Source: an optimization exercise on an open RTL-to-GDS flow (aim: small area and a short achievable clock period). Production flows keep margins and buffers that such runs may drop. Only simulation tests tie the RTL to the original design; equivalence was not proved. No activity file was given, so power comes from the tool's default toggle rates.

==> design.v <==
module zasyn_rx (
    input  wire        clk,
    input  wire        rst,           
    input  wire [1:0]  pol_mode,      
    input  wire        in_valid,
    input  wire [1:0]  in_hdr,        
    input  wire [63:0] in_data,       
    output reg         o_valid,
    output reg  [1:0]  o_kind,        
    output reg  [63:0] o_data,
    output wire [9:0]  o_row,
    output wire [6:0]  o_blk,
    output reg         o_hdr_err,
    output reg         o_bip_valid,
    output reg  [4:0]  o_bip_errs,
    output reg         frame_lock,
    output reg         lom,
    output reg         pol_inv,
    output wire [6:0]  exp_mfi,
    output wire [6:0]  exp_sfi,
    output wire [2:0]  cand_cnt,
    output wire [15:0] cnt_missing,
    output wire [15:0] cnt_moves,
    output wire [15:0] cnt_ignored,
    output wire [15:0] cnt_disagree,
    output wire [15:0] cnt_hdr_err,
    output wire [15:0] cnt_bip
);
    localparam [13:0] SM_BROKEN = {7'd127, 7'd0};    
    localparam [31:0] FAB_HEAD  = 32'h3CA65BC3;       
    localparam [63:0] TI0 = 64'hA0215C0C00000000;
    localparam [57:0] TQ0 = 58'h0215C0C01404290;
    localparam [63:0] TI1 = 64'h34848B1100000000;
    localparam [57:0] TQ1 = 58'h0848B110069091B;
    localparam [63:0] TI2 = 64'h4143B81800000000;
    localparam [57:0] TQ2 = 58'h143B81800828760;
    localparam [63:0] TI3 = 64'h601F340400000000;
    localparam [57:0] TQ3 = 58'h01F340400C03E70;
    localparam [63:0] TI4 = 64'h6808172300000000;
    localparam [57:0] TQ4 = 58'h008172300D01034;
    localparam [63:0] TI5 = 64'hD0102E4600000000;
    localparam [57:0] TQ5 = 58'h0102E4601A02068;
    localparam [63:0] TI6 = 64'h02FBA02100000000;
    localparam [57:0] TQ6 = 58'h2FBA0210005F740;
    localparam [63:0] TI7 = 64'h06A47E0200000000;
    localparam [57:0] TQ7 = 58'h2A47E02000D48FD;
    localparam [7:0]  TK_N = 8'h58;
    localparam [7:0]  TK_I = 8'h56;
    function [13:0] mf_next;
        input [13:0] sm;    
        begin
            if (sm[6:0] == 7'd127)
                mf_next = {(sm[13:7] == 7'd124) ? 7'd0 : sm[13:7] + 7'd1, 7'd0};
            else
                mf_next = {sm[13:7], sm[6:0] + 7'd1};
        end
    endfunction
    function [2:0] pc4;
        input [3:0] x;
        begin
            case (x)
                4'b0000:                                     pc4 = 3'd0;
                4'b0001, 4'b0010, 4'b0100, 4'b1000:          pc4 = 3'd1;
                4'b0111, 4'b1011, 4'b1101, 4'b1110:          pc4 = 3'd3;
                4'b1111:                                     pc4 = 3'd4;
                default:                                     pc4 = 3'd2;
            endcase
        end
    endfunction
    function tag_ok;
        input [7:0] t;
        begin
            case (t[5:4])
                2'b00:   tag_ok = (t[7:6] == 2'd0);
                2'b01:   tag_ok = !t[7];
                2'b10:   tag_ok = 1'b1;
                default: tag_ok = 1'b0;
            endcase
        end
    endfunction
    reg  [57:0] q;
    wire [63:0] dsc;
    wire [57:0] q_nx;
    genvar gi;
    generate
        for (gi = 0; gi < 64; gi = gi + 1) begin : g_dsc
            if (gi < 39)
                assign dsc[gi] = in_data[gi] ^ q[gi];
            else if (gi < 58)
                assign dsc[gi] = in_data[gi] ^ in_data[gi-39] ^ q[gi];
            else
                assign dsc[gi] = in_data[gi] ^ in_data[gi-39] ^ in_data[gi-58];
        end
        for (gi = 0; gi < 58; gi = gi + 1) begin : g_q
            if (gi < 39)
                assign q_nx[gi] = in_data[6+gi] ^ in_data[25+gi];
            else
                assign q_nx[gi] = in_data[6+gi];
        end
    endgenerate
    wire [7:0] tsyn = {^(in_data & TI7) ^ ^(q & TQ7),
                       ^(in_data & TI6) ^ ^(q & TQ6),
                       ^(in_data & TI5) ^ ^(q & TQ5),
                       ^(in_data & TI4) ^ ^(q & TQ4),
                       ^(in_data & TI3) ^ ^(q & TQ3),
                       ^(in_data & TI2) ^ ^(q & TQ2),
                       ^(in_data & TI1) ^ ^(q & TQ1),
                       ^(in_data & TI0) ^ ^(q & TQ0)};
    wire pat_n = (dsc[31:0] == FAB_HEAD) && !dsc[39] &&
                 (dsc[47:40] <= 8'd124) && tag_ok(dsc[55:48]) && (tsyn == TK_N);
    wire pat_i = (dsc[31:0] == ~FAB_HEAD) && dsc[39] &&
                 (~dsc[47:40] <= 8'd124) && tag_ok(~dsc[55:48]) && (tsyn == TK_I);
    wire hdr_c = in_hdr == 2'b10;
    wire hdr_d = in_hdr == 2'b01;
    wire fab   = (hdr_c && pat_n) || (hdr_d && pat_i);
    wire fform = in_hdr[0];            
    reg [16:0] bc;                     
    reg [3:0]  c_v;
    reg [16:0] c_pos [0:3];
    reg [3:0]  c_form;                 
    reg [3:0]  c_f;                    
    reg [13:0] r0;
    reg [13:0] r1;
    reg [15:0] r2;
    reg [15:0] r3;
    reg [9:0]  row;                    
    reg [6:0]  blk;
    reg [1:0]  miss_run;
    reg [1:0]  dis_run;
    reg        prev_ok;
    reg        bip_prev_ok;
    reg [15:0] a_missing, a_moves, a_ignored, a_disagree, a_hdr_err, a_bip;
    reg        e_missing, e_moves, e_ignored, e_disagree;
    assign o_row = row;
    assign o_blk = blk;
    assign {exp_sfi, exp_mfi} = r0;
    assign cand_cnt = {2'b00, c_v[0]} + {2'b00, c_v[1]} +
                      {2'b00, c_v[2]} + {2'b00, c_v[3]};
    assign cnt_missing  = a_missing  + {15'd0, e_missing};
    assign cnt_moves    = a_moves    + {15'd0, e_moves};
    assign cnt_ignored  = a_ignored  + {15'd0, e_ignored};
    assign cnt_disagree = a_disagree + {15'd0, e_disagree};
    assign cnt_hdr_err  = a_hdr_err  + {15'd0, o_valid && o_kind == 2'd1 && o_hdr_err};
    assign cnt_bip      = a_bip      + {11'd0, o_bip_errs & {5{o_bip_valid}}};
    wire auto_pol = pol_mode[1] == pol_mode[0];
    wire allow    = fform ? ((pol_mode == 2'd2) || (auto_pol && (!frame_lock ||  pol_inv)))
                          : ((pol_mode == 2'd1) || (auto_pol && (!frame_lock || !pol_inv)));
    wire       blk_wrap = (blk == 7'd96);
    wire       row_wrap = (row == 10'd999);
    wire [6:0] nblk     = blk_wrap ? 7'd0 : blk + 7'd1;
    wire [9:0] nrow     = blk_wrap ? (row_wrap ? 10'd0 : row + 10'd1) : row;
    wire       at_lock  = frame_lock && row_wrap && blk_wrap;
    wire       at_bip   = blk_wrap && (row == 10'd0);
    wire       lk_fab   = fab && (fform == pol_inv);
    wire [1:0] lk_hdr   = in_hdr ^ {2{pol_inv}};
    wire [3:0] hit;
    generate
        for (gi = 0; gi < 4; gi = gi + 1) begin : g_hit
            assign hit[gi] = c_v[gi] && (c_pos[gi] == bc);
        end
    endgenerate
    wire [3:0] fsel = {c_v[2:0] == 3'b111 && !c_v[3], c_v[1:0] == 2'b11 && !c_v[2],
                       c_v[0] && !c_v[1], !c_v[0]};
    wire hit_any  = |hit;
    wire free_any = !(&c_v);
    wire h_form   = |(hit & c_form);
    wire h_f      = |(hit & c_f);
    wire h_ok     = fab && (fform == h_form);
    wire h_take   = hit_any && h_ok && h_f;           
    wire h_lock   = h_take && !frame_lock;
    wire h_move   = h_take &&  frame_lock;
    wire start    = fab && allow && !hit_any && !at_lock;
    wire        psel  = frame_lock ? pol_inv : (hit_any ? h_form : fform);
    wire [13:0] wsm   = {dsc[46:40], dsc[38:32]} ^ {14{psel}};
    wire [13:0] wnx   = mf_next(wsm);
    wire [13:0] exp_next = mf_next(r0);
    wire [13:0] cmp_a = ({14{frame_lock}} & exp_next) |
                        ({14{!frame_lock && hit[0]}} & r0) |
                        ({14{!frame_lock && hit[1]}} & r1) |
                        ({14{!frame_lock && hit[2]}} & r2[13:0]) |
                        ({14{!frame_lock && hit[3]}} & r3[13:0]);
    wire        match_a = (wsm == cmp_a);
    wire        h_cons  = match_a;
    wire        agree   = match_a;
    wire        lom_clr = prev_ok && (wsm == r1);
    wire        lof      = at_lock && !lk_fab && (miss_run == 2'd3);
    wire        miss_evt = at_lock && !lk_fab;
    wire [15:0] blk_bip = {dsc[7:0],   dsc[15:8]}  ^ {dsc[23:16], dsc[31:24]} ^
                          {dsc[39:32], dsc[47:40]} ^ {dsc[55:48], dsc[63:56]};
    wire [15:0] bip_diff = r3 ^ {dsc[15:8], dsc[23:16]};
    wire [2:0]  pc_0 = pc4(bip_diff[3:0]);
    wire [2:0]  pc_1 = pc4(bip_diff[7:4]);
    wire [2:0]  pc_2 = pc4(bip_diff[11:8]);
    wire [2:0]  pc_3 = pc4(bip_diff[15:12]);
    wire [4:0]  bip_pop = ({2'b00, pc_0} + {2'b00, pc_1}) + ({2'b00, pc_2} + {2'b00, pc_3});
    wire oh_good = (lk_hdr == 2'b10) && (dsc[7:0] == (pol_inv ? 8'h69 : 8'h96));
    wire [13:0] c_wr = (hit_any && !h_cons) ? SM_BROKEN : wnx;
    always @(posedge clk) begin
        o_data     <= dsc ^ {64{psel}};
        o_hdr_err  <= (lk_hdr != 2'b01);
        o_bip_errs <= bip_pop;
        if (h_take)
            o_kind <= 2'd2;
        else if (frame_lock && !lof) begin
            if (!blk_wrap)
                o_kind <= 2'd1;
            else if (row_wrap)
                o_kind <= lk_fab ? 2'd2 : 2'd3;
            else
                o_kind <= oh_good ? 2'd2 : 2'd3;
        end else
            o_kind <= 2'd0;
    end
    integer k;
    always @(posedge clk) begin
        if (in_valid) begin
            for (k = 0; k < 4; k = k + 1) begin
                if (!c_v[k]) begin
                    c_pos[k]  <= bc;
                    c_form[k] <= fform;
                end
                c_f[k] <= miss_evt || (hit[k] && h_ok && !frame_lock) ||
                          (c_f[k] && !h_move && !(start && fsel[k]));
            end
            row <= h_take ? 10'd0 : nrow;
            blk <= h_take ? 7'd0  : nblk;
            if (h_take) begin
                pol_inv     <= h_form;
                miss_run    <= 2'd0;
                dis_run     <= 2'd0;
                prev_ok     <= 1'b1;
                bip_prev_ok <= 1'b0;
                r0          <= wsm;
                r1          <= wnx;
                r2          <= {16{h_form}};
            end else if (frame_lock) begin
                if (at_lock) begin
                    r3          <= r2;
                    bip_prev_ok <= 1'b1;
                    r2          <= {16{pol_inv}};
                    prev_ok     <= lk_fab;
                    if (!lk_fab) begin
                        miss_run <= miss_run + 2'd1;
                        r0       <= exp_next;
                    end else begin
                        miss_run <= 2'd0;
                        r1       <= wnx;
                        if (lom && lom_clr)
                            r0 <= wsm;
                        else
                            r0 <= exp_next;
                        if (!lom) begin
                            if (agree || dis_run == 2'd2)
                                dis_run <= 2'd0;
                            else
                                dis_run <= dis_run + 2'd1;
                        end else if (lom_clr) begin
                            dis_run <= 2'd0;
                        end
                    end
                end else if (!blk_wrap) begin
                    r2 <= r2 ^ blk_bip;
                end
            end else begin
                if (!c_v[0] || hit[0]) r0       <= c_wr;
                if (!c_v[1] || hit[1]) r1       <= c_wr;
                if (!c_v[2] || hit[2]) r2[13:0] <= c_wr;
                if (!c_v[3] || hit[3]) r3[13:0] <= c_wr;
            end
        end
    end
    always @(posedge clk) begin
        if (rst) begin
            q           <= 58'd0;
            bc          <= 17'd0;
            c_v         <= 4'd0;
            frame_lock  <= 1'b0;
            lom         <= 1'b0;
            o_valid     <= 1'b0;
            o_bip_valid <= 1'b0;
            e_missing   <= 1'b0;
            e_moves     <= 1'b0;
            e_ignored   <= 1'b0;
            e_disagree  <= 1'b0;
            a_missing   <= 16'd0;
            a_moves     <= 16'd0;
            a_ignored   <= 16'd0;
            a_disagree  <= 16'd0;
            a_hdr_err   <= 16'd0;
            a_bip       <= 16'd0;
        end else begin
            o_valid     <= in_valid;
            o_bip_valid <= in_valid && frame_lock && !h_take && at_bip && oh_good && bip_prev_ok;
            e_missing   <= in_valid && miss_evt;
            e_moves     <= in_valid && h_move;
            e_ignored   <= in_valid && start && !free_any;
            e_disagree  <= in_valid && at_lock && lk_fab && !agree;
            a_missing   <= cnt_missing;
            a_moves     <= cnt_moves;
            a_ignored   <= cnt_ignored;
            a_disagree  <= cnt_disagree;
            a_hdr_err   <= cnt_hdr_err;
            a_bip       <= cnt_bip;
            if (in_valid) begin
                q  <= q_nx;
                bc <= (bc == 17'd96999) ? 17'd0 : bc + 17'd1;
                if (h_lock || lof)
                    c_v <= 4'd0;
                else
                    for (k = 0; k < 4; k = k + 1)
                        if (hit[k])
                            c_v[k] <= h_ok && !c_f[k];
                        else if (start && fsel[k])
                            c_v[k] <= 1'b1;
                if (h_take)
                    frame_lock <= 1'b1;
                else if (lof)
                    frame_lock <= 1'b0;
                if (h_lock)
                    lom <= !h_cons;
                else if (lof)
                    lom <= 1'b0;
                else if (at_lock && lk_fab) begin
                    if (!lom && !agree && dis_run == 2'd2)
                        lom <= 1'b1;
                    else if (lom && lom_clr)
                        lom <= 1'b0;
                end
            end
        end
    end
endmodule
==> flow/run.sh <==
#!/bin/bash
# Layout flow: the standard flow (standard.sh, standard synthesis) with
# every port buffered by sky130_fd_sc_hd__buf_1 instead of the buffer
# buffer_ports picks by default. The make output goes to flow_make.log here;
# ORFS's own per-step logs are under orfs/logs/.
set -euo pipefail
bash standard.sh "BUFFER_PORTS_ARGS=-buffer_cell sky130_fd_sc_hd__buf_1" finish > flow_make.log 2>&1
==> standard.sh <==
#!/bin/bash
# synth_recipe.tcl (not shown) runs the flow's synth.tcl, then flattens the netlist and writes it again
# the make line also repeats each setting of config.mk as NAME=value (left out here)
make -C /OpenROAD-flow-scripts/flow DESIGN_CONFIG=/design/flow/config.mk WORK_HOME=/design/flow/orfs CLKGATE_MAP_FILE= SYNTH_SCRIPT=/design/flow/synth_recipe.tcl "${@:-finish}"
==> config.mk <==
export PLATFORM = sky130hd
export DESIGN_NAME = zasyn_rx
export DESIGN_NICKNAME = zasyn_rx
export VERILOG_FILES = /design/flow/design.v
export SDC_FILE = /design/flow/constraint.sdc
export NUM_CORES = 4
export LEC_CHECK = 0
export CAP_MARGIN = 20
export CORE_MARGIN = 2
export CORE_UTILIZATION = 40
export PLACE_DENSITY = 0.6
export SETUP_SLACK_MARGIN = 5
export SLEW_MARGIN = 20
==> constraint.sdc <==
create_clock -name core_clock -period 10.0 [get_ports {clk}]
set_input_delay 2.0000 -clock core_clock [delete_from_list [all_inputs] [get_ports {clk}]]
set_output_delay 2.0000 -clock core_clock [all_outputs]
set_load 0.01 [all_outputs]
==> results.json, run 1 <==
{
  "status": "complete, no violations",
  "wl_mm": 76.80,
  "maxCapViolCount": 0,
  "cp.depth": 13,
  "synth_flop_cell": "dfxtp_1",
  "routedWlPerCell_um": 22.63,
  "die_w_um": 244.6,
  "fmax_ghz": 0.1991,
  "leakagePower_nw": 10.78,
  "cts_buffers": 47,
  "clockBufferDepth": 3,
  "syn_area_mm2": 0.02316,
  "antenna_found_initial": 0,
  "worstHoldStart": "q[57]",
  "worstMarginPinSlew_ns": 0.9230,
  "fin_crit_ns": 5.023,
  "yosysWarnings": 2,
  "path_delay_family": "XOR/XNOR gates",
  "pin_count": 278,
  "hold_depth": 2,
  "grt-ovfl-total": 0,
  "avgSynthCellArea_um2": 10.10,
  "ant_nets": 0,
  "first_pass_iters": 8,
  "die_y_um": 244.6,
  "finalSetupTns_ns": 0,
  "critPathMaxStageDelay_ns": 0.47,
  "start_kind": "input port",
  "synth_cells": 2293,
  "layout-drive-gt1-share_pct": 13.05,
  "slew-limit-headroom_pct": 38.40,
  "worstSetupPathType": "input port to flip-flop",
  "endpoint_kind": "flip-flop",
  "ff2ff_path_depth": 13,
  "vias": 18610,
  "final_common_cell": "xnor2_1",
  "fp.coreArea_mm2": 0.05748,
  "synth_edf_count": 160,
  "worstSkewPairLatency_ns": 0.61,
  "startpoint": "in_data[58]",
  "port_buffers": 277,
  "fin_area_mm2": 0.02806,
  "skew_ns": 0.04094,
  "dpl_cell_area_mm2": 0.02512,
  "worstPathMaxFanout": 8,
  "hp-class": "flip-flop to flip-flop",
  "ys_types": 85,
  "cts_tree": "yes",
  "path_clk_slew_ns": 0.06,
  "clock_sinks": 415,
  "vias_per_cell": 5.482,
  "mostFrequentLayoutCells": "xnor2_1 (372), dfxtp_1 (249), buf_1 (234)",
  "gp_congestion": 0.9586,
  "rsz0062_at_grt": "yes",
  "dp_hpwl_mm": 58.22,
  "r2r_start": "bc[13]",
  "slew_viol_final": 0,
  "critPathSlowestCell": "xnor3_1",
  "dieArea_mm2": 0.05983,
  "layout.nets": 2714,
  "htree_levels": 2,
  "synth_nets": 2418,
  "setup_viol": 0,
  "cts-root-buf": "clkbuf_16",
  "worstPathArrival_ns": 5.39,
  "drt-initial-drc-count": 1831,
  "p_per_area_mw_per_mm2": 191.4,
  "grt_pass1_wl_mm": 112.1,
  "final_hold_viol_count": 0,
  "area_growth_pct": 21.19,
  "yosys_register_bits": 415,
  "critPathBufInv": 3,
  "seq_area_frac_synth_pct": 42.79,
  "initial_utilization_pct": 40.29,
  "track_usage_pct": 24.80,
  "grt_max_degree": 99,
  "drc": 0,
  "worstPathCellList": "buf_2 -> xor2_1 -> xnor3_1 -> xnor2_2 -> xor3_2 -> or4b_1 -> o32ai_1 -> nand3_1 -> a41oi_4 -> buf_4 -> buf_4 -> a31oi_1 -> a21bo_1",
  "postSynth.asyncResetShare_pct": 0,
  "grt_pass1_vias": 17560,
  "fin_crit_sh_pct": 50.23,
  "ir_drop_uv": 146.6,
  "rows": 88,
  "cpMostUsedCell": "buf_4",
  "crit_required_ns": 10.37
}
==> through the flow <==
| step | hold slack [ns] | worst slack (ns) | cells | power, mW | utilization [%] |
|---|---|---|---|---|---|
| final | 0.5212 | 4.977 | 3394 | 5.371 | 48.83 |
| after global routing | 0.5519 | 4.928 | 3393 | 5.601 | 48.82 |
| after CTS | 0.5040 | 4.982 | 3359 | 5.303 | 47.76 |
| after detailed placement | 0.4960 | 3.190 | 3255 | 3.442 | 43.70 |
| after global placement | 0.4887 | 3.314 | 3255 | 3.429 | 43.70 |
| after floorplan | 0.4476 | 4.886 | 2293 | 3.010 | - |
==> layer usage <==
metal | global-route usage [%] | up-vias | routed length [um]
met5 | 0 | - | 0
met4 | 6.905 | 0 | 2070
met2 | 38.05 | 885 | 34300
met1 | 35.80 | 9065 | 33550
li1 | - | 8525 | -
met3 | 4.395 | 132 | 6882
==> cell families after synthesis <==
family | Yosys count | share of synthesized area (%)
AO/OA/AOI/OAI | 252 | 7.710
adder cells (fa/ha/maj) | 55 | 3.220
buffers and inverters | 171 | 2.999
flip-flops | 415 | 42.79
multiplexers | 34 | 1.502
AND/OR/NAND/NOR | 779 | 17.20
XOR/XNOR | 587 | 24.58
==> report_power, final <==
part / leakage (nW) / internal, mW / switching [mW]
registers: 3.70 / 1.91 / 0.131
clock network: 0.805 / 1.06 / 0.757
logic: 6.27 / 0.686 / 0.825
total: 10.8 / 3.66 / 1.71
==> final timing paths <==
path / to / slack (ns)
worst max-delay path: r2[7] / 4.98
worst min-delay path: q[57] / 0.52
worst max register to register: r3[10] / 5.16
worst min register to register: q[57] / 0.52
==> tightest hold or removal path, stage by stage (launching register included) <==
cell and delay (ns):
dfxtp_1 0.34, mux2i_1 0.07, nor2_1 0.07
==> final cells by class <==
cell class,instances,area [um2]
Clock inverter,18,235.2
Inverter,64,240.2
Multi-Input combinational cell,1709,13570
Tap cell,765,957.2
Clock buffer,70,1404
Sequential cell,415,9920
Antenna cell,1,2.502
Timing Repair Buffer,352,1737
Fill cell,5290,29410
==> repair_timing <==
item,in CTS,in global routing
cloned,1,1
hold buffers,0,0
pin swaps,12,28
gates resized for setup,95,75
endpoints found under the hold margin,0,0
setup endpoints to repair,173,144
setup buffers,15,33
==> cells in the mapped netlist, types with 5 or more instances <==
cell / instances / area share [%]
o2bb2ai_1: 9 / 0.34
ha_1: 46 / 2.5
o221ai_1: 6 / 0.23
a211oi_1: 41 / 1.3
xor2_1: 139 / 5.3
a21o_1: 11 / 0.36
a221o_1: 7 / 0.30
and4_1: 9 / 0.34
or4_1: 9 / 0.29
o211ai_1: 9 / 0.29
and2_1: 102 / 2.8
nor3_1: 29 / 0.63
a22oi_1: 9 / 0.29
a31oi_1: 8 / 0.22
a21oi_1: 52 / 1.1
fa_1: 8 / 0.69
and3_1: 51 / 1.4
edfxtp_1: 160 / 21
xnor3_1: 32 / 3.1
o21a_1: 5 / 0.16
mux2_2: 6 / 0.29
o21ai_1: 8 / 0.17
clkbuf_1: 57 / 0.92
nor2b_1: 21 / 0.57
buf_2: 36 / 0.78
o22ai_1: 5 / 0.14
or3_1: 5 / 0.14
nand3_1: 84 / 1.8
nor2_1: 207 / 3.4
nand2b_1: 13 / 0.35
nand4_1: 57 / 1.5
a221oi_1: 11 / 0.42
mux2i_1: 28 / 1.2
nand2_1: 139 / 2.3
xnor2_1: 407 / 15
or2_2: 6 / 0.16
inv_1: 63 / 1.0
o21ai_0: 25 / 0.54
dfxtp_1: 255 / 22
a32oi_1: 7 / 0.26
nor4_1: 23 / 0.62
buf_1: 12 / 0.19
==> sequential cells by signal, indices dropped and copies added, names as in the netlist, 16 cells and up <==
signal / flops
a_ignored: 16
a_missing: 16
q: 58
a_disagree: 16
a_hdr_err: 16
a_bip: 16
bc: 17
c_pos: 68
r2: 16
a_moves: 16
o_data: 64
r3: 16
==> run 2, diff against run 1 <==
--- a/config.mk
+++ b/config.mk
@@ -8,6 +8,6 @@
 export CAP_MARGIN = 20
 export CORE_MARGIN = 2
-export CORE_UTILIZATION = 40
-export PLACE_DENSITY = 0.6
+export CORE_UTILIZATION = 60
+export PLACE_DENSITY = 0.75
 export SETUP_SLACK_MARGIN = 5
 export SLEW_MARGIN = 20
==> run 2 against run 1 <==
  * Still clean
  * Clock power is 4% lower
  * Synthesized cell count unchanged
  * Final cell count shrank 8.1%
  * Non-clock buffer count down 12
  * Critical path type unchanged
==> results.json, run 2 <==
{
  "ff2ff_path_depth": 14,
  "htree_levels": 2,
  "ant_nets": 0,
  "place_inst": 2996,
  "synth_edf_count": 160,
  "top_layer": "met5",
  "pin_count": 278,
  "ir_drop_uv": 153.1,
  "synth_flop_cell": "dfxtp_1",
  "dpl_cell_area_mm2": 0.02476,
  "layout-drive-gt1-share_pct": 12.23,
  "synth.most_common_cell": "xnor2_1",
  "hp-class": "flip-flop to flip-flop",
  "final_common_cell": "xnor2_1",
  "port_buffers": 277,
  "combinationalPowerShare_pct": 28.8,
  "regMostFlops": "c_pos",
  "vias_per_cell": 6.081,
  "multiInputGateArea_mm2": 0.01354,
  "switching_share_pct": 32.14,
  "worstSkewPairLatency_ns": 0.59,
  "slew_viol_final": 0,
  "dp_hpwl_mm": 54.62,
  "dieArea_mm2": 0.04018,
  "cts_tree": "yes",
  "clock_sinks": 415,
  "p_clk_share_pct": 32.9,
  "final_hold_viol_count": 0,
  "drt-initial-drc-count": 2343,
  "initial_utilization_pct": 61.19,
  "layout.nets": 2698,
  "grt_pass1_vias": 17840,
  "switchingPower_mw": 1.706,
  "grt-ovfl-total": 0,
  "path_clk_slew_ns": 0.07,
  "top_regs": "c_pos: 68 flops, o_data: 64 flops, q: 58 flops",
  "fin_crit_ns": 4.983,
  "worstSetupPathType": "input port to flip-flop",
  "status": "complete, no violations",
  "p_per_area_mw_per_mm2": 192.8,
  "routedWlPerCell_um": 23.65,
  "skew_ns": 0.03299,
  "postSynth.asyncResetShare_pct": 0,
  "synth_nets": 2418,
  "worstPathMaxFanout": 11,
  "fmax_ghz": 0.2007,
  "die_y_um": 200.5,
  "start_kind": "input port",
  "largest_reg_flops": 68,
  "leakagePower_nw": 10.64,
  "cts_buffers": 44,
  "area_growth_pct": 18.87,
  "antenna_cells": 0,
  "pwr-share-seq_pct": 38.3,
  "yosysWarnings": 2,
  "wl_mm": 73.75,
  "drc": 0,
  "clockBufferDepth": 3,
  "fin_crit_sh_pct": 49.83,
  "yosys.area.top_type_share_pct": 22.04,
  "met1_length_mm": 30.20,
  "fin_area_mm2": 0.02753,
  "ys_types": 85,
  "mostFrequentLayoutCells": "xnor2_1 (375), dfxtp_1 (247), buf_1 (237)",
  "antenna_found_initial": 1,
  "grt_max_degree": 99,
  "endpoint_kind": "flip-flop",
  "maxCapViolCount": 0,
  "dr_wl_met2_mm": 31.27,
  "syn_area_mm2": 0.02316,
  "fp.coreArea_mm2": 0.03784,
  "die_w_um": 200.5,
  "synth_cells": 2293,
  "cts-root-buf": "clkbuf_16",
  "wl_met3_mm": 9.899,
  "setup_viol": 0,
  "grt_pass1_wl_mm": 109.7,
  "regArea_mm2": 0.009922,
  "gp_congestion": 1.009,
  "track_usage_pct": 35.68,
  "first_pass_iters": 6,
  "worstMarginPinSlew_ns": 1.010,
  "layout.cells.non_filler": 3119,
  "avgSynthCellArea_um2": 10.10,
  "final_util_pct": 72.74,
  "yosys_register_bits": 415,
  "finalSetupTns_ns": 0,
  "ys_top_cells_by_area": "dfxtp_1 (22%), edfxtp_1 (21%), xnor2_1 (15%), xor2_1 (5.3%), nor2_1 (3.4%)",
  "slew-limit-headroom_pct": 32.18,
  "crit_required_ns": 10.32,
  "worstPathArrival_ns": 5.31,
  "rows": 71,
  "fill_cells": 2816,
  "hold_depth": 2,
  "vias": 18970,
  "ys_top_cells_by_count": "xnor2_1 (407), dfxtp_1 (255), nor2_1 (207)",
  "p_int_mw": 3.602,
  "yosys.area.top_type": "dfxtp_1",
  "rsz0062_at_grt": "yes",
  "seq_area_frac_synth_pct": 42.79
}
==> run 2: cell counts after synthesis <==
Identical to the previous run, type by type.
==> run 2: path summary, 6_finish.rpt <==
path | endpoint | startpoint | slack, ns
max reg2reg | r3[11] | frame_lock | 5.03
max | r0[0] | in_data[47] | 5.02
min reg2reg | q[34] | q[34] | 0.53
min | q[34] | q[34] | 0.53
==> run 2: layout make-up <==
type,count,area share (%)
Clock inverter,26,1.164
Multi-Input combinational cell,1708,49.18
Timing Repair Buffer,340,5.986
Sequential cell,415,36.05
Tap cell,511,2.323
Clock buffer,55,4.427
Inverter,64,0.8727
==> run 2: through the flow <==
stage	power, mW	worst slack, ns	hold WS (ns)
final	5.308	5.017	0.5280
after global routing	5.489	4.958	0.5532
after CTS	5.193	5.000	0.5237
after detailed placement	3.425	3.396	0.4940
after global placement	3.400	3.500	0.4853
after floorplan	3.010	4.886	0.4476
==> run 2: routing by layer <==
metal | global-route usage [%] | vias up
li1 | - | 8482
met1 | 51.04 | 9100
met2 | 52.11 | 1204
met3 | 10.63 | 180
met4 | 11.24 | 2
met5 | 0 | -
==> run 2: kinds of logic (layout without fill, tap and decap cells) <==
group | count (synthesis) | after routing | synth area share [%]
buf+inv | 171 | 485 | 2.999
simple gates | 779 | 779 | 17.20
xor+xnor | 587 | 587 | 24.58
flops | 415 | 415 | 42.79
fa+ha+maj | 55 | 55 | 3.220
mux | 34 | 34 | 1.502
compound gates | 252 | 253 | 7.710
==> run 2: repair_timing <==
action / in CTS / in global routing
endpoints found under the setup margin: 169 / 154
setup buffers: 15 / 25
hold buffers: 0 / 0
pin swaps: 12 / 22
resized for setup: 79 / 85
cloned: 1 / 0
==> run 2: power groups by stage <==
stage	registers (mW)	clock network, mW	logic [mW]
final	2.03	1.74	1.53
after global routing	2.04	1.82	1.63
after CTS	2.02	1.76	1.41
after detailed placement	2.05	0	1.37
after global placement	2.05	0	1.35
after floorplan	2.05	0	0.962
==> run 2: critical path: stages <==
cell and delay [ns]:
buf_2 0.15, xor3_2 0.47, xnor3_1 0.41, xor3_2 0.46, or4b_1 0.48, o32ai_2 0.19, and3_1 0.36, a31oi_2 0.33
o21ai_0 0.25, o21a_1 0.14, o21ai_1 0.05
==> run 3, diff against run 2 <==
--- a/config.mk
+++ b/config.mk
@@ -9,5 +9,7 @@
 export CORE_MARGIN = 2
 export CORE_UTILIZATION = 60
+export CTS_CLUSTER_DIAMETER = 80
+export CTS_CLUSTER_SIZE = 25
 export PLACE_DENSITY = 0.75
-export SETUP_SLACK_MARGIN = 5
+export SETUP_SLACK_MARGIN = 4.6
 export SLEW_MARGIN = 20
==> run 3 against run 2 <==
  * Still clean on timing, DRC and antenna
  * Final cell count is 2.1% lower
  * Via count is 3.1% lower
  * Core utilization is 4.3 points lower
  * Power is 13% lower
  * Non-clock buffer count is 31 lower
  * Combinational power is 7% lower
  * Setup slack worse by 0.44 ns
  * Critical path depth is 2 higher
  * Routed wire length is 3.4% lower
  * Sequential power hardly changed
  * Final area is 6.0% lower
  * First-iteration DRC count is 15% lower
  * Critical endpoint is now r0[3]
==> results.json, run 3 <==
{
  "status": "complete, no violations",
  "p_per_area_mw_per_mm2": 178.0,
  "drc": 0,
  "crit_required_ns": 10.36,
  "fp.coreArea_mm2": 0.03784,
  "synth_nets": 2418,
  "ir_drop_uv": 125.9,
  "yosysWarnings": 2,
  "synth_edf_count": 160,
  "ys_top_cells_by_count": "xnor2_1 (407), dfxtp_1 (255), nor2_1 (207)",
  "setup_viol": 0,
  "maxCapViolCount": 0,
  "top_regs": "c_pos: 68 flops, o_data: 64 flops, q: 58 flops",
  "routedWlPerCell_um": 23.35,
  "largest_reg_flops": 68,
  "grt_pass1_vias": 17220,
  "critPathSlowestCell": "or4_1",
  "cts_tree": "yes",
  "layout-drive-gt1-share_pct": 6.100,
  "crit_end": "r0[3]",
  "final_hold_viol_count": 0,
  "first_pass_iters": 6,
  "postSynth.asyncResetShare_pct": 0,
  "reg2reg_to": "r3[10]",
  "place_inst": 3002,
  "grt-ovfl-total": 0,
  "htree_levels": 1,
  "yosys.area.top_type": "dfxtp_1",
  "layout.nets": 2648,
  "track_usage_pct": 34.34,
  "area_growth_pct": 11.76,
  "hp-class": "flip-flop to flip-flop",
  "layout.cells.non_filler": 3052,
  "slew-limit-headroom_pct": 29.45,
  "endpoint_kind": "flip-flop",
  "dpl_cell_area_mm2": 0.02466,
  "yosys_register_bits": 415,
  "finalSetupTns_ns": 0,
  "fmax_ghz": 0.1845,
  "port_buffers": 277,
  "fin_crit_sh_pct": 54.19,
  "vias": 18390,
  "place_ws_ns": 3.170,
  "gp_congestion": 0.9982,
  "worstHoldStart": "q[34]",
  "worstPathArrival_ns": 5.78,
  "skew_ns": 0.04628,
  "worstPathCellList": "buf_1 -> xnor2_1 -> nand4_1 -> or4_1 -> nor3_1 -> o211ai_1 -> o32ai_1 -> nand3_1 -> a41oi_2 -> buf_4 -> a21oi_2 -> nor2b_1 -> o32ai_1",
  "yosys.area.top_type_share_pct": 22.04,
  "synth_cells": 2293,
  "start_kind": "input port",
  "regMostFlops": "c_pos",
  "final_common_cell": "xnor2_1",
  "grt_pass1_wl_mm": 105.9,
  "rows": 71,
  "syn_area_mm2": 0.02316,
  "antenna_found_initial": 0,
  "dp_hpwl_mm": 54.54,
  "cts_buffers": 25,
  "synth_flop_cell": "dfxtp_1",
  "path_clk_slew_ns": 0.09,
  "cts-root-buf": "clkbuf_16",
  "worstPathMaxFanout": 11,
  "synth.most_common_cell": "xnor2_1",
  "fin_crit_ns": 5.419,
  "critPathMaxStageDelay_ns": 0.52,
  "pin_count": 278,
  "cts_hold_buf": 0,
  "final_util_pct": 68.39,
  "ys_types": 85,
  "rrSetupSlack_ns": 4.72,
  "grt_max_degree": 89,
  "cpMostUsedCell": "o32ai_1",
  "avgSynthCellArea_um2": 10.10,
  "mostFrequentLayoutCells": "xnor2_1 (393), buf_1 (273), dfxtp_1 (254)",
  "fin_area_mm2": 0.02588,
  "leakagePower_nw": 9.852,
  "worstSkewPairLatency_ns": 0.61,
  "clockBufferDepth": 3,
  "wl_mm": 71.26,
  "die_y_um": 200.5,
  "ys_top_cells_by_area": "dfxtp_1 (22%), edfxtp_1 (21%), xnor2_1 (15%), xor2_1 (5.3%), nor2_1 (3.4%)",
  "die_w_um": 200.5,
  "initial_utilization_pct": 61.19,
  "vias_per_cell": 6.025,
  "seq_area_frac_synth_pct": 42.79,
  "worstMarginPinSlew_ns": 1.058,
  "rsz0062_at_grt": "yes",
  "r2r_start": "bc[3]",
  "worstSetupPathType": "input port to flip-flop",
  "startpoint": "in_data[16]",
  "ant_nets": 0,
  "power_mw": 4.606,
  "dieArea_mm2": 0.04018,
  "clock_sinks": 415,
  "antenna_cells": 0,
  "layout_setup_ws_ns": 4.581,
  "holdWs_ns": 0.5046,
  "drt-initial-drc-count": 2003,
  "ff2ff_path_depth": 12,
  "slew_viol_final": 0
}
## run 3: cell families after synthesis
kind of cell / synth area share, %
adders and majority gates: 3.220
and+or+nand+nor: 17.20
buffers and inverters: 2.999
DFF: 42.79
muxes: 1.502
xor gates and xnor gates: 24.58
AOI/OAI and AO/OA: 7.710
## run 3: where the power goes
group | leakage [nW] | internal (mW) | switching (mW)
registers | 3.70 | 1.91 | 0.118
clock network | 0.404 | 0.504 | 0.647
logic | 5.75 | 0.616 | 0.814
total | 9.85 | 3.03 | 1.58
## run 3: worst min-delay path by stage
stage | end | slack [ns] | cells after the start
after global placement | r3[15] | 0.48 | 0
after floorplan | r3[14] | 0.45 | 0
final | q[34] | 0.50 | 2
after detailed placement | r3[15] | 0.48 | 0
after CTS | r3[15] | 0.50 | 0
after global routing | r3[15] | 0.52 | 0
## run 3: layer usage
metal | vias up | routed length (um) | GRT usage, %
met5 | - | 0 | 0
met4 | 0 | 1541 | 7.593
met3 | 112 | 8857 | 10.31
met2 | 1061 | 30450 | 50.99
met1 | 8836 | 30410 | 49.54
li1 | 8378 | - | -
## run 3: final cells by class
type | instances | area [um2]
multi-input cells | 1708 | 12950
fillers | 3050 | 11960
flip-flops and latches | 415 | 9911
repair buffers | 309 | 1313
clock buffers | 32 | 651.9
well taps | 511 | 639.4
inverters | 64 | 240.2
clock inverters | 13 | 176.4
## run 3: what timing repair did
| item | CTS | global route |
|---|---|---|
| resized for setup | 22 | 30 |
| endpoints found under the hold margin | 0 | 0 |
| setup buffers | 3 | 1 |
| gates cloned | 0 | 1 |
| pin swaps | 3 | 3 |
| setup endpoints to repair | 145 | 121 |
## run 3: worst max-delay path, delay by kind of cell
family,cells,cell delay [ns]
AO/OA/AOI/OAI,5,1.25
XOR/XNOR,1,0.29
buffers and inverters,2,0.68
AND/OR/NAND/NOR,5,1.55
==> run 4, diff against run 3 <==
--- a/config.mk
+++ b/config.mk
@@ -12,4 +12,4 @@
 export CTS_CLUSTER_SIZE = 25
 export PLACE_DENSITY = 0.75
-export SETUP_SLACK_MARGIN = 4.6
+export SETUP_SLACK_MARGIN = 5
 export SLEW_MARGIN = 20
==> run 4 against run 3 <==
  * Synthesized area is the same
  * Via count grew 1.2%
  * Routed wire length grew 1.4%
  * Flip-flop and latch count is the same
  * Synthesized cell count is the same
  * Largest cell class unchanged
==> results.json, run 4 <==
{
  "status": "complete, no violations",
  "fin_crit_ns": 5.071,
  "ir_drop_uv": 152.8,
  "slew-limit-headroom_pct": 33.57,
  "synth_cells": 2293,
  "htree_levels": 1,
  "finalSetupTns_ns": 0,
  "clockBufferDepth": 3,
  "avgSynthCellArea_um2": 10.10,
  "cts-root-buf": "clkbuf_16",
  "worstSkewPairLatency_ns": 0.60,
  "synth_flop_cell": "dfxtp_1",
  "worstPathMaxFanout": 4,
  "rsz0062_at_grt": "yes",
  "final_hold_viol_count": 0,
  "fp.coreArea_mm2": 0.03784,
  "yosysWarnings": 2,
  "skew_ns": 0.03971,
  "drt-initial-drc-count": 2126,
  "r2r_start": "bc[7]",
  "drc": 0,
  "reg2reg_to": "r0[3]",
  "rrSetupSlack_ns": 5.19,
  "worstMarginPinSlew_ns": 0.9965,
  "path_clk_slew_ns": 0.10,
  "worstPathArrival_ns": 5.55,
  "maxCapViolCount": 0,
  "die_w_um": 200.5,
  "yosys.area.top_type_share_pct": 22.04,
  "grt_pass1_vias": 17500,
  "grt-ovfl-total": 0,
  "leakagePower_nw": 10.17,
  "routedWlPerCell_um": 23.54,
  "yosys_register_bits": 415,
  "dieArea_mm2": 0.04018,
  "fmax_ghz": 0.1972,
  "track_usage_pct": 34.79,
  "die_y_um": 200.5,
  "worstHoldStart": "q[37]",
  "mostFrequentLayoutCells": "xnor2_1 (377), dfxtp_1 (249), buf_1 (247)",
  "syn_area_mm2": 0.02316,
  "vias": 18610,
  "hold_end": "q[37]",
  "cts_tree": "yes",
  "seq_area_frac_synth_pct": 42.79,
  "layout.nets": 2665,
  "gp_congestion": 1.009,
  "antenna_cells": 0,
  "cts_buffers": 26,
  "setup_viol": 0,
  "regMostFlops": "c_pos",
  "ys_types": 85,
  "initial_utilization_pct": 61.19,
  "p_per_area_mw_per_mm2": 176.0,
  "fill_cells": 2925,
  "first_pass_iters": 6,
  "antenna_found_initial": 3,
  "pin_count": 278,
  "largest_reg_flops": 68,
  "top_regs": "c_pos: 68 flops, o_data: 64 flops, q: 58 flops",
  "power_mw": 4.690,
  "fin_crit_sh_pct": 50.71,
  "ys_top_cells_by_area": "dfxtp_1 (22%), edfxtp_1 (21%), xnor2_1 (15%), xor2_1 (5.3%), nor2_1 (3.4%)",
  "crit_required_ns": 10.48,
  "layout-drive-gt1-share_pct": 9.769,
  "port_buffers": 277,
  "start_kind": "input port",
  "synth_edf_count": 160,
  "synth.most_common_cell": "xnor2_1",
  "wl_mm": 72.26,
  "vias_per_cell": 6.063,
  "area_growth_pct": 15.07,
  "clock_sinks": 415,
  "grt_pass1_wl_mm": 107.3,
  "cts_hold_buf": 0,
  "endpoint_kind": "flip-flop",
  "final_common_cell": "xnor2_1",
  "ff2ff_path_depth": 12,
  "slew_viol_final": 0,
  "ant_nets": 0,
  "yosys.area.top_type": "dfxtp_1",
  "hold_depth": 2,
  "ys_top_cells_by_count": "xnor2_1 (407), dfxtp_1 (255), nor2_1 (207)",
  "hp-class": "flip-flop to flip-flop",
  "dp_hpwl_mm": 54.62,
  "postSynth.asyncResetShare_pct": 0,
  "rows": 71,
  "synth_nets": 2418,
  "holdWs_ns": 0.5327,
  "grt_max_degree": 99,
  "worstSetupPathType": "input port to flip-flop"
}
==> run 4: cell types whose count changed in the layout (fill, tap and decap cells not counted), moves of 7 or more <==
cell      change
buf_1        -26
buf_2        +14
buf_4         +7
clkbuf_2     +12
xnor2_1      -16
xnor2_2       +8
xnor2_4       +8
xor2_1        -8
xor2_4        +8
==> run 4: report_power, final <==
group / internal, mW / switching, mW / leakage (nW)
clock: 0.540 / 0.660 / 0.437
combinational: 0.642 / 0.817 / 6.03
sequential: 1.91 / 0.125 / 3.70
total: 3.09 / 1.60 / 10.2
==> run 4: metrics by stage <==
step	area [um2]	utilization, %	setup WS [ns]	cells
floorplan	23370	-	4.886	2293
global placement	24760	65.42	3.500	2996
finish	26650	70.42	4.929	3070
global route	26650	70.42	4.928	3070
detailed placement	24760	65.42	3.396	2996
CTS	26180	69.18	4.984	3055
==> run 4: routing by layer <==
metal	vias to the layer above	track usage, %	share of wire [%]
met2	1092	50.58	42
met3	165	11.70	13
met5	-	0	0.047
met1	8943	49.33	42
li1	8407	-	-
met4	6	10.29	3.3
==> run 4: final cells by class <==
type,count,area [um2],share of cell area [%]
Inverter,64,240.2,0.9015
Timing Repair Buffer,324,1514,5.681
Clock inverter,15,197.7,0.7419
Tap cell,511,639.4,2.399
Clock buffer,32,704.4,2.643
Multi-Input combinational cell,1709,13430,50.41
Sequential cell,415,9920,37.22
==> run 4: cells by family (layout without fill, tap and decap cells) <==
group                      count (synthesis)  after routing  share of synthesized area (%)
and+or+nand+nor                          779            780                          17.20
muxes                                     34             34                          1.502
buffers and inverters                    171            435                          2.999
adders and majority gates                 55             55                          3.220
AOI/OAI and AO/OA                        252            253                          7.710
xor gates and xnor gates                 587            587                          24.58
DFF                                      415            415                          42.79
==> run 4: worst max path at each step <==
stage                startpoint  cells after the start  slack (ns)      to
floorplan           in_data[61]                     10        4.89   r0[0]
global placement     in_data[4]                     12        3.50   r2[9]
detailed placement  in_data[14]                     11        3.40   r2[8]
CTS                 in_data[51]                     12        4.98  r2[12]
global route        in_data[46]                     13        4.93   r0[4]
finish              in_data[40]                     11        4.93     lom
==> run 4: what timing repair did <==
action,in CTS,in global routing
endpoints found under the setup margin,169,145
buffers inserted,11,14
resized for setup,69,68
pin swaps,9,11
gates cloned,1,1
==> run 4: critical path, stage by stage <==
cell      delay [ns]
clkbuf_2        0.15
xnor2_2         0.20
xnor2_2         0.29
xnor3_1         0.50
xor3_2          0.45
nand2b_1        0.19
o32a_1          0.41
nor4_1          0.71
nand4_1         0.20
and2_0          0.20
o221a_1         0.25
==> run 5, diff against run 4 <==
--- a/config.mk
+++ b/config.mk
@@ -8,8 +8,8 @@
 export CAP_MARGIN = 20
 export CORE_MARGIN = 2
-export CORE_UTILIZATION = 60
+export CORE_UTILIZATION = 75
 export CTS_CLUSTER_DIAMETER = 80
 export CTS_CLUSTER_SIZE = 25
-export PLACE_DENSITY = 0.75
+export PLACE_DENSITY = 0.85
 export SETUP_SLACK_MARGIN = 5
 export SLEW_MARGIN = 20
==> run 5 against run 4 <==
  * Still clean on timing, DRC and antenna
  * Routed wire length up 7.4%
  * Setup slack worse by 0.015 ns
  * First-iteration DRC count up 38%
  * Non-clock buffer count up 29
  * Clock skew down 0.011 ns
  * Synthesized area unchanged
  * Combinational power up 8%
  * Core utilization up 17 points
  * Via count up 7.6%
==> results.json, run 5 <==
{
  "status": "complete, no violations",
  "postSynth.asyncResetShare_pct": 0,
  "seq_area_frac_synth_pct": 42.79,
  "htree_levels": 1,
  "yosys.area.top_type": "dfxtp_1",
  "syn_area_mm2": 0.02316,
  "yosysWarnings": 2,
  "fin_crit_sh_pct": 50.87,
  "crit_required_ns": 10.41,
  "drt-initial-drc-count": 2938,
  "avgSynthCellArea_um2": 10.10,
  "skew_ns": 0.02845,
  "wl_mm": 77.57,
  "p_per_area_mw_per_mm2": 175.5,
  "die_w_um": 179.7,
  "area_growth_pct": 15.36,
  "vias": 20040,
  "synth.most_common_cell": "xnor2_1",
  "clockBufferDepth": 3,
  "hold_depth": 2,
  "pin_count": 278,
  "dieArea_mm2": 0.03230,
  "vias_per_cell": 6.734,
  "start_kind": "input port",
  "fp.coreArea_mm2": 0.03051,
  "routedWlPerCell_um": 26.07,
  "port_buffers": 277,
  "ff2ff_path_depth": 13,
  "mostFrequentLayoutCells": "xnor2_1 (374), dfxtp_1 (245), buf_1 (232)",
  "antenna_found_initial": 2,
  "cts_buffers": 23,
  "finalSetupTns_ns": 0,
  "maxCapViolCount": 0,
  "antenna_cells": 0,
  "first_pass_iters": 11,
  "grt_max_degree": 96,
  "worstPathArrival_ns": 5.50,
  "dp_hpwl_mm": 54.11,
  "synth_edf_count": 160,
  "path_clk_slew_ns": 0.10,
  "layout_setup_ws_ns": 4.913,
  "fmax_ghz": 0.1966,
  "hold_end": "o_bip_valid",
  "r2r_start": "bc[5]",
  "reg2reg_to": "r0[3]",
  "synth_nets": 2418,
  "final_hold_viol_count": 0,
  "layout.nets": 2690,
  "rows": 64,
  "worstSetupPathType": "input port to flip-flop",
  "worstMarginPinSlew_ns": 1.105,
  "ys_top_cells_by_count": "xnor2_1 (407), dfxtp_1 (255), nor2_1 (207)",
  "top_regs": "c_pos: 68 flops, o_data: 64 flops, q: 58 flops",
  "final_util_pct": 87.56,
  "setup_viol": 0,
  "ys_top_cells_by_area": "dfxtp_1 (22%), edfxtp_1 (21%), xnor2_1 (15%), xor2_1 (5.3%), nor2_1 (3.4%)",
  "rsz0062_at_grt": "yes",
  "layout-drive-gt1-share_pct": 11.94,
  "grt_pass1_wl_mm": 114.4,
  "cts-root-buf": "clkbuf_16",
  "final_common_cell": "xnor2_1",
  "worstPathMaxFanout": 5,
  "synth_flop_cell": "dfxtp_1",
  "worstSkewPairLatency_ns": 0.58,
  "die_y_um": 179.7,
  "initial_utilization_pct": 75.90,
  "leakagePower_nw": 10.34,
  "slew-limit-headroom_pct": 26.06,
  "rrSetupSlack_ns": 5.11,
  "worstHoldStart": "bip_prev_ok",
  "grt_pass1_vias": 19330,
  "place_ws_ns": 3.306,
  "fin_crit_ns": 5.087,
  "slew_viol_final": 0,
  "drc": 0,
  "ant_nets": 0,
  "yosys_register_bits": 415,
  "cts_hold_buf": 0,
  "clock_sinks": 415,
  "endpoint_kind": "flip-flop",
  "gp_congestion": 1.044,
  "track_usage_pct": 45.58,
  "ys_types": 85,
  "grt-ovfl-total": 0,
  "cts_tree": "yes",
  "largest_reg_flops": 68,
  "ir_drop_uv": 211.4,
  "regMostFlops": "c_pos",
  "synth_cells": 2293,
  "hp-class": "flip-flop to flip-flop",
  "yosys.area.top_type_share_pct": 22.04
}
-- run 5: cell count changes in the layout (fill, tap and decap cells not counted), moves of 3 or more --
| cell | change |
|---|---|
| nor2_1 | -3 |
| clkbuf_2 | -3 |
| clkinv_8 | -3 |
| buf_4 | +31 |
| clkbuf_16 | -3 |
| xor2_2 | +4 |
| dfxtp_1 | -4 |
| xnor2_4 | +3 |
| buf_2 | +18 |
| dfxtp_2 | +4 |
| xor2_1 | -5 |
| buf_1 | -15 |
| nor2_2 | +3 |
| xnor2_1 | -3 |
-- run 5: routing by layer --
layer | track usage (%) | share of wire, %
met3 | 12.56 | 15
met4 | 17.98 | 5.5
met5 | 0 | 0.046
met2 | 71.08 | 45
met1 | 60.84 | 35
-- run 5: stage by stage --
step | area, um2 | hold slack (ns) | power, mW | std cells
5_1_grt | 26710 | 0.5478 | 4.809 | 2975
4_1_cts | 26190 | 0.5252 | 4.570 | 2947
3_5_place_dp | 24630 | 0.4919 | 3.434 | 2883
3_3_place_gp | 24630 | 0.4878 | 3.382 | 2883
6_report | 26710 | 0.5354 | 4.689 | 2975
2_1_floorplan | 23370 | 0.4476 | 3.010 | 2293
-- run 5: power by group --
| group | leakage [nW] | total, mW | internal [mW] | switching (mW) |
|---|---|---|---|---|
| registers | 3.71 | 2.05 | 1.91 | 0.138 |
| clock network | 0.356 | 1.07 | 0.464 | 0.608 |
| logic | 6.28 | 1.57 | 0.686 | 0.886 |
-- run 5: cells by family after synthesis --
kind of cell	synth area share, %
xor gates and xnor gates	24.58
AOI/OAI and AO/OA	7.710
buffers and inverters	2.999
and+or+nand+nor	17.20
DFF	42.79
adders and majority gates	3.220
muxes	1.502
-- run 5: worst max-delay path by stage --
stage,from,endpoint,slack (ns)
final,in_data[58],r0[8],4.91
after global routing,o_bip_valid,cnt_bip[10],4.85
after CTS,o_bip_valid,cnt_bip[14],4.93
after detailed placement,in_data[20],r2[13],3.31
after global placement,in_data[20],r2[9],3.34
after floorplan,in_data[61],r0[0],4.89
-- run 5: area by class of cell --
class | instances | area (um2)
Timing Repair Buffer | 353 | 1734
Sequential cell | 415 | 9925
Tap cell | 396 | 495.5
Fill cell | 1457 | 3795
Inverter | 64 | 240.2
Clock buffer | 30 | 623.1
Clock inverter | 9 | 110.1
Multi-Input combinational cell | 1708 | 13590
-- run 5: worst max-delay path, cell delays in order --
cell	delay [ns]
buf_2	0.17
xor2_1	0.20
xnor3_1	0.48
xnor2_2	0.25
buf_4	0.16
xnor3_1	0.33
mux2i_2	0.21
nor3b_2	0.36
o21a_2	0.25
nand2_2	0.15
nor4b_4	0.44
or2_2	0.21
o21ai_1	0.08
a21oi_1	0.20
-- run 5: timing repair --
item,CTS,global route
pin swaps,21,26
buffers inserted,24,28
gates cloned,1,0
endpoints found under the setup margin,173,151
gates resized for setup,111,72
==> run 6, diff against run 5 <==
--- a/flow/run.sh
+++ b/flow/run.sh
@@ -5,3 +5,3 @@
 # ORFS's own per-step logs are under orfs/logs/.
 set -euo pipefail
-bash standard.sh "BUFFER_PORTS_ARGS=-buffer_cell sky130_fd_sc_hd__buf_1" finish > flow_make.log 2>&1
+bash standard.sh "BUFFER_PORTS_ARGS=-buffer_cell sky130_fd_sc_hd__buf_1" SETUP_SLACK_MARGIN=5.4 finish > flow_make.log 2>&1
--- a/config.mk
+++ b/config.mk
@@ -8,8 +8,8 @@
 export CAP_MARGIN = 20
 export CORE_MARGIN = 2
-export CORE_UTILIZATION = 75
+export CORE_UTILIZATION = 60
 export CTS_CLUSTER_DIAMETER = 80
 export CTS_CLUSTER_SIZE = 25
-export PLACE_DENSITY = 0.85
+export PLACE_DENSITY = 0.75
 export SETUP_SLACK_MARGIN = 5
 export SLEW_MARGIN = 20
==> run 6 against run 5 <==
  * Fmax is 1.1% higher
  * Via count rose by 0.67%
  * Global-route usage shrank 7.7 points
  * Die area rose by 24%
  * Critical path depth decreased by 1
  * Combinational power grew 27%
  * Sequential share of layout area down 4.2 points
  * Non-clock buffer count grew 152
  * Critical path type is now flip-flop to output pin
  * Largest cell class unchanged
  * Highest routed layer is now met4
==> results.json, run 6 <==
{
  "path_clk_slew_ns": 0.10,
  "yosys.area.top_type_share_pct": 22.04,
  "ys_types": 85,
  "port_buffers": 277,
  "vias_per_cell": 6.202,
  "ant_nets": 0,
  "hp-class": "flip-flop to flip-flop",
  "worstPathCellList": "and2_4 -> ha_4 -> inv_2 -> fa_2 -> inv_2 -> a21oi_2 -> o21bai_1 -> a21o_1 -> nand2_2 -> nor2_4 -> nand2_2 -> xnor2_2 -> buf_2",
  "cts_buffers": 25,
  "final_common_cell": "xnor2_1",
  "die_y_um": 200.5,
  "maxCapViolCount": 0,
  "layout-drive-gt1-share_pct": 24.89,
  "finalSetupTns_ns": 0,
  "mostFrequentLayoutCells": "xnor2_1 (344), dfxtp_1 (235), buf_1 (199)",
  "seq_area_frac_synth_pct": 42.79,
  "switchingPower_mw": 1.821,
  "wl_mm": 83.20,
  "multiInputGateArea_mm2": 0.01511,
  "dpl_cell_area_mm2": 0.02500,
  "top_regs": "c_pos: 68 flops, o_data: 64 flops, q: 58 flops",
  "fin_crit_ns": 5.033,
  "largest_reg_flops": 68,
  "fp.coreArea_mm2": 0.03784,
  "critPathMaxStageDelay_ns": 0.38,
  "start_kind": "flip-flop",
  "p_clk_share_pct": 22.0,
  "gp_congestion": 0.9872,
  "worstMarginPinSlew_ns": 1.063,
  "grt-ovfl-total": 0,
  "drc": 0,
  "p_int_mw": 3.361,
  "setup_viol": 0,
  "routedWlPerCell_um": 25.58,
  "fill_cells": 2353,
  "fmax_ghz": 0.1987,
  "final_hold_viol_count": 0,
  "synth_edf_count": 160,
  "fin_crit_sh_pct": 50.33,
  "syn_area_mm2": 0.02316,
  "clockBufferDepth": 3,
  "vias": 20170,
  "track_usage_pct": 37.92,
  "avgSynthCellArea_um2": 10.10,
  "fin_area_mm2": 0.03020,
  "status": "complete, no violations",
  "initial_utilization_pct": 61.19,
  "skew_ns": 0.02517,
  "layout.nets": 2848,
  "slew-limit-headroom_pct": 28.37,
  "cts_tree": "yes",
  "regArea_mm2": 0.009937,
  "ys_top_cells_by_count": "xnor2_1 (407), dfxtp_1 (255), nor2_1 (207)",
  "critPathSlowestCell": "dfxtp_4",
  "synth_nets": 2418,
  "first_pass_iters": 6,
  "antenna_found_initial": 1,
  "die_w_um": 200.5,
  "yosys.area.top_type": "dfxtp_1",
  "power_mw": 5.182,
  "drt-initial-drc-count": 1986,
  "pin_count": 278,
  "ir_drop_uv": 162.0,
  "yosys_register_bits": 415,
  "pwr-share-seq_pct": 39.5,
  "postSynth.asyncResetShare_pct": 0,
  "combinationalPowerShare_pct": 38.5,
  "slew_viol_final": 0,
  "synth_cells": 2293,
  "endpoint_kind": "output pin",
  "crit_required_ns": 8.00,
  "rows": 71,
  "yosysWarnings": 2,
  "synth_flop_cell": "dfxtp_1",
  "switching_share_pct": 35.15,
  "p_per_area_mw_per_mm2": 171.6,
  "grt_max_degree": 89,
  "worstPathMaxFanout": 3,
  "regMostFlops": "c_pos",
  "leakagePower_nw": 11.80,
  "cts_hold_buf": 0,
  "ys_top_cells_by_area": "dfxtp_1 (22%), edfxtp_1 (21%), xnor2_1 (15%), xor2_1 (5.3%), nor2_1 (3.4%)",
  "area_growth_pct": 30.42,
  "synth.most_common_cell": "xnor2_1",
  "dieArea_mm2": 0.04018,
  "rsz0062_at_grt": "yes",
  "dp_hpwl_mm": 55.34,
  "grt_pass1_wl_mm": 116.2,
  "htree_levels": 1,
  "worstSkewPairLatency_ns": 0.59,
  "clock_sinks": 415,
  "grt_pass1_vias": 18770,
  "worstPathArrival_ns": 3.03,
  "cts-root-buf": "clkbuf_16",
  "worstSetupPathType": "flip-flop to output pin"
}
## run 6: what timing repair did
action                                 in CTS  in global routing
resized for setup                         302                277
setup endpoints to repair                 190                180
endpoints found under the hold margin       0                  0
pin swaps                                  94                105
gates cloned                                6                  3
setup buffers                             112                 85
## run 6: cells by family (layout without fill, tap and decap cells)
| group | Yosys count | after routing | synth area share, % |
|---|---|---|---|
| and+or+nand+nor | 779 | 780 | 17.20 |
| xor gates and xnor gates | 587 | 587 | 24.58 |
| DFF | 415 | 415 | 42.79 |
| AOI/OAI and AO/OA | 252 | 256 | 7.710 |
| buffers and inverters | 171 | 613 | 2.999 |
| adders and majority gates | 55 | 55 | 3.220 |
| muxes | 34 | 34 | 1.502 |
| other | 0 | 1 | 0 |
## run 6: area by class of cell
cell class              instances  area share (%)
clock buffers                  30           2.204
repair buffers                505           11.37
diodes                          1        0.008286
well taps                     511           2.117
inverters                      64          0.8120
clock inverters                14          0.5427
multi-input cells            1712           50.05
flip-flops and latches        415           32.90
## run 6: stage by stage
step	utilization, %	std cells	hold slack [ns]	setup WS (ns)
final	79.81	3252	0.4783	4.967
after floorplan	-	2293	0.4476	4.886
after global routing	79.80	3251	0.5020	4.867
after CTS	74.74	3163	0.4775	5.096
after global placement	66.04	3001	0.4506	3.513
after detailed placement	66.05	3001	0.4550	3.421
## run 6: worst paths after layout
| check | from | endpoint | slack, ns | cells after the start |
|---|---|---|---|---|
| worst max-delay path | o_bip_valid | cnt_bip[12] | 4.97 | 13 |
| worst min-delay path | r2[14] | r3[14] | 0.48 | 0 |
| worst max register to register | bc[1] | r3[10] | 5.57 | 14 |
| worst min register to register | r2[14] | r3[14] | 0.48 | 0 |
## run 6: power by group through the flow
stage	combinational, mW	clock [mW]	sequential (mW)
2_1_floorplan	0.985	0	2.05
3_3_place_gp	1.38	0	2.05
3_5_place_dp	1.41	0	2.05
4_1_cts	1.66	1.14	2.03
5_1_grt	2.10	1.20	2.05
6_report	2.00	1.14	2.04
## run 6: worst max-delay path, delay by kind of cell, from the launching register on
| family | cells | cell delay (ns) |
|---|---|---|
| compound gates | 3 | 0.52 |
| xor+xnor | 1 | 0.21 |
| fa+ha+maj | 2 | 0.50 |
| buf+inv | 3 | 0.27 |
| flops | 1 | 0.38 |
| simple gates | 4 | 0.54 |
## run 6: per-layer routing
metal | GRT usage (%) | part of all wire [%] | up-vias
li1 | - | - | 8766
met1 | 50.52 | 37 | 9708
met2 | 61.01 | 46 | 1370
met3 | 7.029 | 11 | 326
met4 | 16.19 | 6.1 | 0
met5 | 0 | 0 | -

-- port drivers added, routing unchanged --
In the flow no input, the clock included, has a driving cell. The finished layouts below were timed again as built, in two steps.
Step 1, drivers: a clkbuf_16 drives clk and a buf_2 each remaining input, both assumed.
Step 2 adds t to the input delays and takes it off the output delays; t is the mean of the earliest and latest rising clock arrival at the registers after step 1. Input paths then give back, and output paths get back, about the clock's delay inside the block.
a / b / c = no drivers / after step 1 / after step 2; a / b = the first two.
run	t, ns	slack for setup (ns)	worst hold slack (ns)	worst slew at a driven data input, ns	pins driven straight from the clock port
run 1	0.649	4.977 / 5.013 / 4.364	0.521 / 0.521 / 0.521	0.08	1
run 2	0.633	5.017 / 5.030 / 4.422	0.528 / 0.528 / 0.528	0.07	1
run 3	0.651	4.581 / 4.612 / 3.962	0.505 / 0.505 / 0.505	0.06	1
run 4	0.641	4.929 / 4.964 / 4.323	0.533 / 0.533 / 0.533	0.07	1
run 5	0.621	4.913 / 4.882 / 4.300	0.535 / 0.535 / 0.535	0.07	1
run 6	0.635	4.967 / 4.910 / 4.601	0.478 / 0.478 / 0.478	0.10	1
After both steps setup and hold are still met in every run listed. For run 3, which loses most, drivers alone change the setup slack by +0.031 ns; drivers and shift together by -0.619 ns.
